This is an optimization exercise on Yosys and OpenROAD, whose aim is small area, not a production implementation.
Only simulation tests tie the RTL to the original design; equivalence was not proved.
Power figures rest on the tool's default switching activity, not on a simulated workload.

==> 06-10 <==
Design yx_cvt32, start of the top module:
module yx_cvt32(clk, rst, in_valid, in_bits, in_code, in_ftz, in_sat, out_valid, out_bits, out_sat, out_flush);
clock: 16.0 ns
lec_check: 0
abc_area: 1
cap_margin: 10
core_margin: 2
core_utilization: 40
cts_buf_list: sky130_fd_sc_hd__clkbuf_4
gpl_timing_driven: 0
slew_margin: 10
standard.sh (not shown) runs the stock make flow with config.mk's settings and CLKGATE_MAP_FILE= SYNTH_SCRIPT=/design/flow/synth_recipe.tcl, a recipe that flattens the netlist after the stock synthesis.
==> flow/flow/run.sh <==
#!/bin/bash
# The standard layout (bash standard.sh) with the combinational logic
# re-mapped for area between synthesis and floorplan:
#  1. the standard synthesis, unchanged (bash standard.sh synth);
#  2. Yosys re-maps its combinational cells with ABC's area mapper
#     (flow/remap.ys) from a copy of the platform library without the cells
#     it marks don't-use; the registers stay the synthesis's own instances;
#  3. the rest of the standard flow from that netlist, with the smallest
#     buffer on every input and output port and the synthesis buffers removed
#     at floorplan (ORFS's REMOVE_ABC_BUFFERS) instead of a timing repair,
#     and no dummy loads in the clock tree.
# Each tool's full output is kept: ORFS's in orfs/logs/, make's in
# make_synth.log and make.log, Yosys's re-map in remap/yosys.log.
set -euo pipefail
here=$(pwd)
export BUFFER_PORTS_ARGS="-buffer_cell sky130_fd_sc_hd__buf_1"
export REMOVE_ABC_BUFFERS=1
# CTS as ORFS runs it, without the dummy loads it adds to balance the tree
export CTS_ARGS="-sink_clustering_enable -repair_clock_nets -buf_list sky130_fd_sc_hd__clkbuf_4 -root_buf sky130_fd_sc_hd__clkbuf_4 -tree_buf sky130_fd_sc_hd__clkbuf_4 -sink_clustering_size 8 -dont_use_dummy_load"

bash standard.sh synth > make_synth.log 2>&1

res="$here/orfs/results/$FLOW_PLATFORM/yx_cvt32/base"
query() {
  make -s -C "$FLOW_HOME" DESIGN_CONFIG="$here/config.mk" WORK_HOME="$here/orfs" "print-$1" \
    | sed -n "s/^$1: //p"
}
lib=$(query LIB_FILES)
dont_use=$(query DONT_USE_CELLS)
mkdir -p remap
python3 flow/filter_lib.py $lib remap/remap.lib $dont_use
cp "$res/1_2_yosys.v" remap/standard_synth.v
yosys -l remap/yosys.log -q -s flow/remap.ys > /dev/null 2>&1
rm -f abc.history
cp remap/remapped.v "$res/1_2_yosys.v"

bash standard.sh > make.log 2>&1
Other scripts of this flow, unchanged in this note and not shown: flow/flow/filter_lib.py, flow/flow/remap.ys
==> inputs of 04-21, as changes to 06-10 <==
--- a/flow/flow/run.sh
+++ b/flow/flow/run.sh
@@ -18,3 +18,3 @@
 # CTS as ORFS runs it, without the dummy loads it adds to balance the tree
-export CTS_ARGS="-sink_clustering_enable -repair_clock_nets -buf_list sky130_fd_sc_hd__clkbuf_4 -root_buf sky130_fd_sc_hd__clkbuf_4 -tree_buf sky130_fd_sc_hd__clkbuf_4 -sink_clustering_size 8 -dont_use_dummy_load"
+export CTS_ARGS="-sink_clustering_enable -repair_clock_nets -buf_list sky130_fd_sc_hd__clkbuf_8 -dont_use_dummy_load"
 
--- a/flow/config.mk
+++ b/flow/config.mk
@@ -11,3 +11,3 @@
 export CORE_UTILIZATION = 40
-export CTS_BUF_LIST = sky130_fd_sc_hd__clkbuf_4
+export CTS_BUF_LIST = sky130_fd_sc_hd__clkbuf_8
 export GPL_TIMING_DRIVEN = 0
==> comparison table <==
quantity                                                                    04-21                      06-10
CP Data Arrival Time                                                     15310 ps                   15240 ps
Non-filler cells in the finished layout                                       783                        782
Routed vias/inst                                                             6.81                       6.64
Global-route wire length before repair                                    26.2 mm                    26.2 mm
Layout cell share with drive strength beyond 1                              1.93%                      2.23%
Standby leakage power                                                     1.31 nW                    1.30 nW
Final worst hold slack                                                    3050 ps                    2990 ps
Via count of the first global-routing pass                                   4760                       4787
Result of the run                                        timing/DRC/antenna clean   timing/DRC/antenna clean
Clock-net power                                                       0.0000595 W                0.0000444 W
Total number of vias                                                         5329                       5196
CP Capture Point                                                     out_bits[25]               out_bits[29]
Comb power                                                             0.000226 W                 0.000225 W
GR Util met3                                                                7.59%                      7.66%
Layout overhead on the synthesized area                                     14.9%                      14.1%
Transition time at the pin with the least slew margin                     1230 ps                    1200 ps
Crit-path max cell delay                                                   540 ps                     930 ps
Diode insertion count for antenna repair                                        1                          0
Switch Pwr                                                             0.000197 W                 0.000194 W
Maximum fanout encountered on the critical timing path                         25                         13
First element of the critical path                                     in_code[2]                 in_code[1]
Total met2 wirelength after detailed routing                              7.52 mm                    7.44 mm
Cell chosen for the clock root                          sky130_fd_sc_hd__clkbuf_8  sky130_fd_sc_hd__clkbuf_4
Clock period minus worst slack                                           15100 ps                   14980 ps

---

==> run E <==
yx_cvt32, a different RTL version from the one above (not shown whole).
clock: 16.0 ns
lec_check: 0
abc_area: 1
cap_margin: 10
core_margin: 2
core_utilization: 40
cts_buf_list: sky130_fd_sc_hd__clkbuf_8
gpl_timing_driven: 0
slew_margin: 10
==> flow/flow/run.sh <==
#!/bin/bash
# The standard layout (bash standard.sh, the standard flow's own ORFS run) with these
# changes to how cells are chosen:
#  - the smallest buffer on every input and output port, not the one ORFS picks;
#  - the buffers ABC put in at synthesis are removed at floorplan (ORFS's
#    REMOVE_ABC_BUFFERS) instead of a timing repair there;
#  - after floorplan, flow/post_floorplan.tcl re-maps the combinational logic
#    for area (OpenROAD's restructure) and swaps any cell still sized up for
#    the smallest of the same function; the later repair steps size up again
#    wherever slew or timing needs it.
# Each tool's full output stays in orfs/logs/; make's own output goes to make.log.
set -euo pipefail
here=$(pwd)
export BUFFER_PORTS_ARGS="-buffer_cell sky130_fd_sc_hd__buf_1"
export REMOVE_ABC_BUFFERS=1
export POST_FLOORPLAN_TCL="$here/flow/post_floorplan.tcl"
# CTS as ORFS runs it, without the dummy loads it adds to balance the tree
export CTS_ARGS="-sink_clustering_enable -repair_clock_nets -buf_list sky130_fd_sc_hd__clkbuf_8 -dont_use_dummy_load"
bash standard.sh > make.log 2>&1
==> flow/flow/downsize.tcl <==
# Swap each combinational cell that synthesis sized up for the smallest cell
# of the same function (same name up to the drive-strength suffix) that the
# flow may use; the later repair steps size cells up again where timing or
# slew needs it. Registers, tie cells and tap cells are left alone.
set block [ord::get_db_block]
set db [ord::get_db]
set dont_use {}
if { [info exists ::env(DONT_USE_CELLS)] } { set dont_use $::env(DONT_USE_CELLS) }
array set best {}
foreach lib [$db getLibs] {
  foreach m [$lib getMasters] {
    set n [$m getName]
    if { ![regexp {^(sky130_fd_sc_hd__[a-z0-9]+)_([0-9]+)$} $n -> base drv] } { continue }
    if { [lsearch -exact $dont_use $n] >= 0 } { continue }
    if { [llength [get_lib_cells */$n]] == 0 } { continue }
    set a [expr { [$m getWidth] * [$m getHeight] }]
    if { ![info exists best($base)] || $a < [lindex $best($base) 1] } {
      set best($base) [list $n $a]
    }
  }
}
set swapped 0
foreach inst [$block getInsts] {
  set n [[$inst getMaster] getName]
  if { ![regexp {^(sky130_fd_sc_hd__[a-z0-9]+)_([0-9]+)$} $n -> base drv] } { continue }
  if { [regexp {__(df|dl|sdf|conb|tap|fill|decap|diode|clk)} $n] } { continue }
  if { ![info exists best($base)] } { continue }
  set to [lindex $best($base) 0]
  if { $to ne $n } {
    replace_cell [$inst getName] $to
    incr swapped
  }
}
puts "downsize: swapped $swapped cells for smaller ones of the same function"
==> flow/flow/post_floorplan.tcl <==
# Runs after ORFS's floorplan step (POST_FLOORPLAN_TCL). It only changes which
# cells implement the combinational logic; registers, ports and constraints
# stay as the standard synthesis left them.
#  1. remove the buffers ABC put in at synthesis;
#  2. re-map the combinational logic for area with OpenROAD's restructure
#     (ABC inside OpenROAD), which also checks the result against timing;
#  3. swap any cell that is still sized up for the smallest cell of the same
#     function (flow/downsize.tcl); later repair steps size up where needed.
remove_buffers
set rmp_dir [file join $::env(OBJECTS_DIR) rmp_work]
file mkdir $rmp_dir
# restructure maps from a Liberty file and ignores set_dont_use: give it a
# copy of the library without the don't-use cells.
set lib_file [file join $rmp_dir rmp.lib]
exec python3 [file join [file dirname [info script]] filter_lib.py] \
  [lindex $::env(LIB_FILES) 0] $lib_file {*}$::env(DONT_USE_CELLS)
set tielo [lindex $::env(TIELO_CELL_AND_PORT) 0]/[lindex $::env(TIELO_CELL_AND_PORT) 1]
set tiehi [lindex $::env(TIEHI_CELL_AND_PORT) 0]/[lindex $::env(TIEHI_CELL_AND_PORT) 1]
report_design_area
restructure -target area -liberty_file $lib_file -tielo_port $tielo -tiehi_port $tiehi \
  -work_dir $rmp_dir -abc_logfile [file join $rmp_dir abc.log]
report_design_area
source [file join [file dirname [info script]] downsize.tcl]
report_design_area
Other scripts of this flow, unchanged in this note and not shown: flow/flow/filter_lib.py
==> run H: changes against run E <==
==> flow/flow/run.sh (replaced) <==
#!/bin/bash
# The standard layout (bash standard.sh) with the combinational logic
# re-mapped for area between synthesis and floorplan:
#  1. the standard synthesis, unchanged (bash standard.sh synth);
#  2. Yosys re-maps its combinational cells with ABC's area mapper
#     (flow/remap.ys) from a copy of the platform library without the cells
#     it marks don't-use; the registers stay the synthesis's own instances;
#  3. the rest of the standard flow from that netlist, with the smallest
#     buffer on every input and output port and the synthesis buffers removed
#     at floorplan (ORFS's REMOVE_ABC_BUFFERS) instead of a timing repair,
#     and no dummy loads in the clock tree.
# Each tool's full output is kept: ORFS's in orfs/logs/, make's in
# make_synth.log and make.log, Yosys's re-map in remap/yosys.log.
set -euo pipefail
here=$(pwd)
export BUFFER_PORTS_ARGS="-buffer_cell sky130_fd_sc_hd__buf_1"
export REMOVE_ABC_BUFFERS=1
# CTS as ORFS runs it, without the dummy loads it adds to balance the tree
export CTS_ARGS="-sink_clustering_enable -repair_clock_nets -buf_list sky130_fd_sc_hd__clkbuf_8 -dont_use_dummy_load"

bash standard.sh synth > make_synth.log 2>&1

res="$here/orfs/results/$FLOW_PLATFORM/yx_cvt32/base"
query() {
  make -s -C "$FLOW_HOME" DESIGN_CONFIG="$here/config.mk" WORK_HOME="$here/orfs" "print-$1" \
    | sed -n "s/^$1: //p"
}
lib=$(query LIB_FILES)
dont_use=$(query DONT_USE_CELLS)
mkdir -p remap
python3 flow/filter_lib.py $lib remap/remap.lib $dont_use
cp "$res/1_2_yosys.v" remap/standard_synth.v
yosys -l remap/yosys.log -q -s flow/remap.ys > /dev/null 2>&1
rm -f abc.history
cp remap/remapped.v "$res/1_2_yosys.v"

bash standard.sh > make.log 2>&1
==> flow/flow/remap.ys (new file) <==
# Re-map the combinational logic of the standard synthesis netlist for area,
# with ABC's area-oriented mapper (amap) at a higher effort than ORFS uses.
# The registers stay the very instances the standard synthesis made: their
# cell is read as a black box, so they keep their names and cell type.
read_liberty -ignore_miss_func remap/remap.lib
blackbox sky130_fd_sc_hd__dfxtp_1
read_verilog -overwrite remap/standard_synth.v
hierarchy -top yx_cvt32
flatten
opt_clean -purge
abc -liberty remap/remap.lib -script +strash;dch,-f;amap,-F,100,-A,400,-C,5000
opt_clean -purge
hilomap -singleton -hicell sky130_fd_sc_hd__conb_1 HI -locell sky130_fd_sc_hd__conb_1 LO
opt_clean -purge
stat -liberty remap/remap.lib
select yx_cvt32
write_verilog -noattr -noexpr -nohex -nodec -selected remap/remapped.v
removed: flow/flow/downsize.tcl
removed: flow/flow/post_floorplan.tcl
==> notes <==
Run H completed without violations. Run E went through all stages and came out clean. In run H the core utilization is higher than in run E, by 14 points. Of run H and run E, run E has the higher design area (gap 3.6%, measured against run E). In combinational power, run E and run H hardly differ. Between run H and run E, the lower setup slack is in run E (gap 0.13 ns). Of run H and run E, run H has the higher fmax (gap about 0.9%, measured against run E). Of run E and run H, run E has the higher synthesized area (gap 44%, measured against run H). Critical path depth: run H is lower than run E (2).

---

==> run P: inputs <==
Another version of the RTL of yx_cvt32 (not shown whole).
==> flow/config.mk <==
export PLATFORM = sky130hd
export DESIGN_NAME = yx_cvt32
export DESIGN_NICKNAME = yx_cvt32
export VERILOG_FILES = /design/flow/design.v
export SDC_FILE = /design/flow/constraint.sdc
export NUM_CORES = 4
export LEC_CHECK = 0
export ABC_AREA = 1
export CAP_MARGIN = 20
export CORE_MARGIN = 2
export CORE_UTILIZATION = 40
export CTS_BUF_LIST = sky130_fd_sc_hd__clkbuf_8
export SLEW_MARGIN = 20
==> flow/constraint.sdc <==
create_clock -name core_clock -period 16.0 [get_ports {clk}]
set_input_delay 3.2000 -clock core_clock [delete_from_list [all_inputs] [get_ports {clk}]]
set_output_delay 3.2000 -clock core_clock [all_outputs]
set_load 0.01 [all_outputs]
==> flow/flow/run.sh <==
#!/bin/bash
# The standard layout (bash standard.sh, the standard flow's own ORFS run) with these
# changes to how cells are chosen:
#  - the smallest buffer on every input and output port, not the one ORFS picks;
#  - the buffers ABC put in at synthesis are removed at floorplan (ORFS's
#    REMOVE_ABC_BUFFERS) instead of a timing repair there;
#  - after floorplan, flow/post_floorplan.tcl re-maps the combinational logic
#    for area (OpenROAD's restructure) and swaps any cell still sized up for
#    the smallest of the same function; the later repair steps size up again
#    wherever slew or timing needs it.
# Each tool's full output stays in orfs/logs/; make's own output goes to make.log.
set -euo pipefail
here=$(pwd)
export BUFFER_PORTS_ARGS="-buffer_cell sky130_fd_sc_hd__buf_1"
export REMOVE_ABC_BUFFERS=1
export POST_FLOORPLAN_TCL="$here/flow/post_floorplan.tcl"
bash standard.sh > make.log 2>&1
Other scripts of this flow, unchanged in this note and not shown: flow/flow/downsize.tcl, flow/flow/filter_lib.py, flow/flow/post_floorplan.tcl
==> run G: changes against run P <==
Settings changed: GPL_TIMING_DRIVEN set to 0.
==> run B: changes against run P <==
Settings changed: CTS_BUF_LIST sky130_fd_sc_hd__clkbuf_8 to sky130_fd_sc_hd__clkbuf_16, CTS_CLUSTER_DIAMETER set to 500, CTS_CLUSTER_SIZE set to 40.
==> comparison <==
Run P completed with no timing, DRC or antenna violations. Run B finished clean. Run G went through all stages and came out clean. Power, highest first: run B, run P, run G. Between run B and run G, the lower final area is in run G (gap 6.2%, measured against run G). Synthesized cell count is the same in run G and run B. In die area, run P and run B do not differ. Of run G and run P, run G has the higher sequential share of layout area (gap 0.76 points). Clock power: run P is lower than run B (22%). In flip-flop and latch count, run G and run P do not differ.

---

==> 06-13: inputs <==
Another version of the RTL of yx_cvt32 (not shown whole).
clock: 16.0 ns
lec_check: 0
abc_area: 1
cap_margin: 10
core_margin: 2
core_utilization: 40
cts_buf_list: sky130_fd_sc_hd__clkbuf_8
gpl_timing_driven: 0
slew_margin: 10
==> flow/flow/run.sh <==
#!/bin/bash
# The standard layout (bash standard.sh, the standard flow's own ORFS run) with these
# changes to how cells are chosen:
#  - the smallest buffer on every input and output port, not the one ORFS picks;
#  - the buffers ABC put in at synthesis are removed at floorplan (ORFS's
#    REMOVE_ABC_BUFFERS) instead of a timing repair there;
#  - after floorplan, flow/post_floorplan.tcl re-maps the combinational logic
#    for area (OpenROAD's restructure) and swaps any cell still sized up for
#    the smallest of the same function; the later repair steps size up again
#    wherever slew or timing needs it.
# Each tool's full output stays in orfs/logs/; make's own output goes to make.log.
set -euo pipefail
here=$(pwd)
export BUFFER_PORTS_ARGS="-buffer_cell sky130_fd_sc_hd__buf_1"
export REMOVE_ABC_BUFFERS=1
export POST_FLOORPLAN_TCL="$here/flow/post_floorplan.tcl"
# CTS as ORFS runs it, without the dummy loads it adds to balance the tree
export CTS_ARGS="-sink_clustering_enable -repair_clock_nets -buf_list sky130_fd_sc_hd__clkbuf_8 -dont_use_dummy_load"
bash standard.sh > make.log 2>&1
Other scripts of this flow, unchanged in this note and not shown: flow/flow/downsize.tcl, flow/flow/filter_lib.py, flow/flow/post_floorplan.tcl
==> 08-26: changes against 06-13 <==
- CORE_UTILIZATION: 40 -> 65
- PLACE_DENSITY: not set -> 0.8
==> comparison <==
- In flip-flop and latch count, 06-13 and 08-26 do not differ.
- In 08-26 the die area is lower than in 06-13, by 37%.
- Against 06-13, the non-clock buffer count of 08-26 is lower by 6.
- In 08-26 the setup slack is worse than in 06-13, by 0.42 ns.
- Of 06-13 and 08-26, 06-13 has the higher cell area (gap about 3%, measured against 08-26).
- Worst hold slack: 06-13 is higher than 08-26 (0.017 ns).

==> static timing again, ports no longer ideal <==
No port has a modelled driver above. Below, the same layouts with a new extraction and two added sets of constraints. Step 1 assumes that a clkbuf_16 drives the clock port and a buf_2 every other input. Step 2 moves the port delays by t, midway between the first and last clock arrival at a register: inputs arrive t later, outputs are due t later. That takes back most of the time a late clock gives input paths. a / b / c = ideal ports / drivers / drivers and shift; a / b = the first two.
run	shift t [ns]	slack for setup (ns)	worst register clock-pin slew, ns	worst data-port slew with drivers (ns)
06-10	0.367	1.017 / 1.015 / 0.647	0.11 / 0.11	0.04
04-21	0.316	0.902 / 0.907 / 0.591	0.07 / 0.07	0.04
run E	0.319	1.152 / 1.159 / 0.840	0.09 / 0.09	0.03
run H	0.319	1.280 / 1.291 / 0.972	0.08 / 0.08	0.04
run P	0.330	1.180 / 1.194 / 0.864	0.07 / 0.07	0.03
run G	0.324	0.965 / 0.979 / 0.655	0.07 / 0.07	0.03
run B	0.314	1.200 / 1.215 / 0.902	0.05 / 0.05	0.03
06-13	0.312	1.456 / 1.465 / 1.153	0.07 / 0.07	0.03
08-26	0.302	1.041 / 1.042 / 0.739	0.07 / 0.07	0.04
After both steps setup and hold are still met in every run listed. The setup slack of 06-10, which loses most, moves by -0.002 ns with the drivers and by -0.370 ns with both steps.
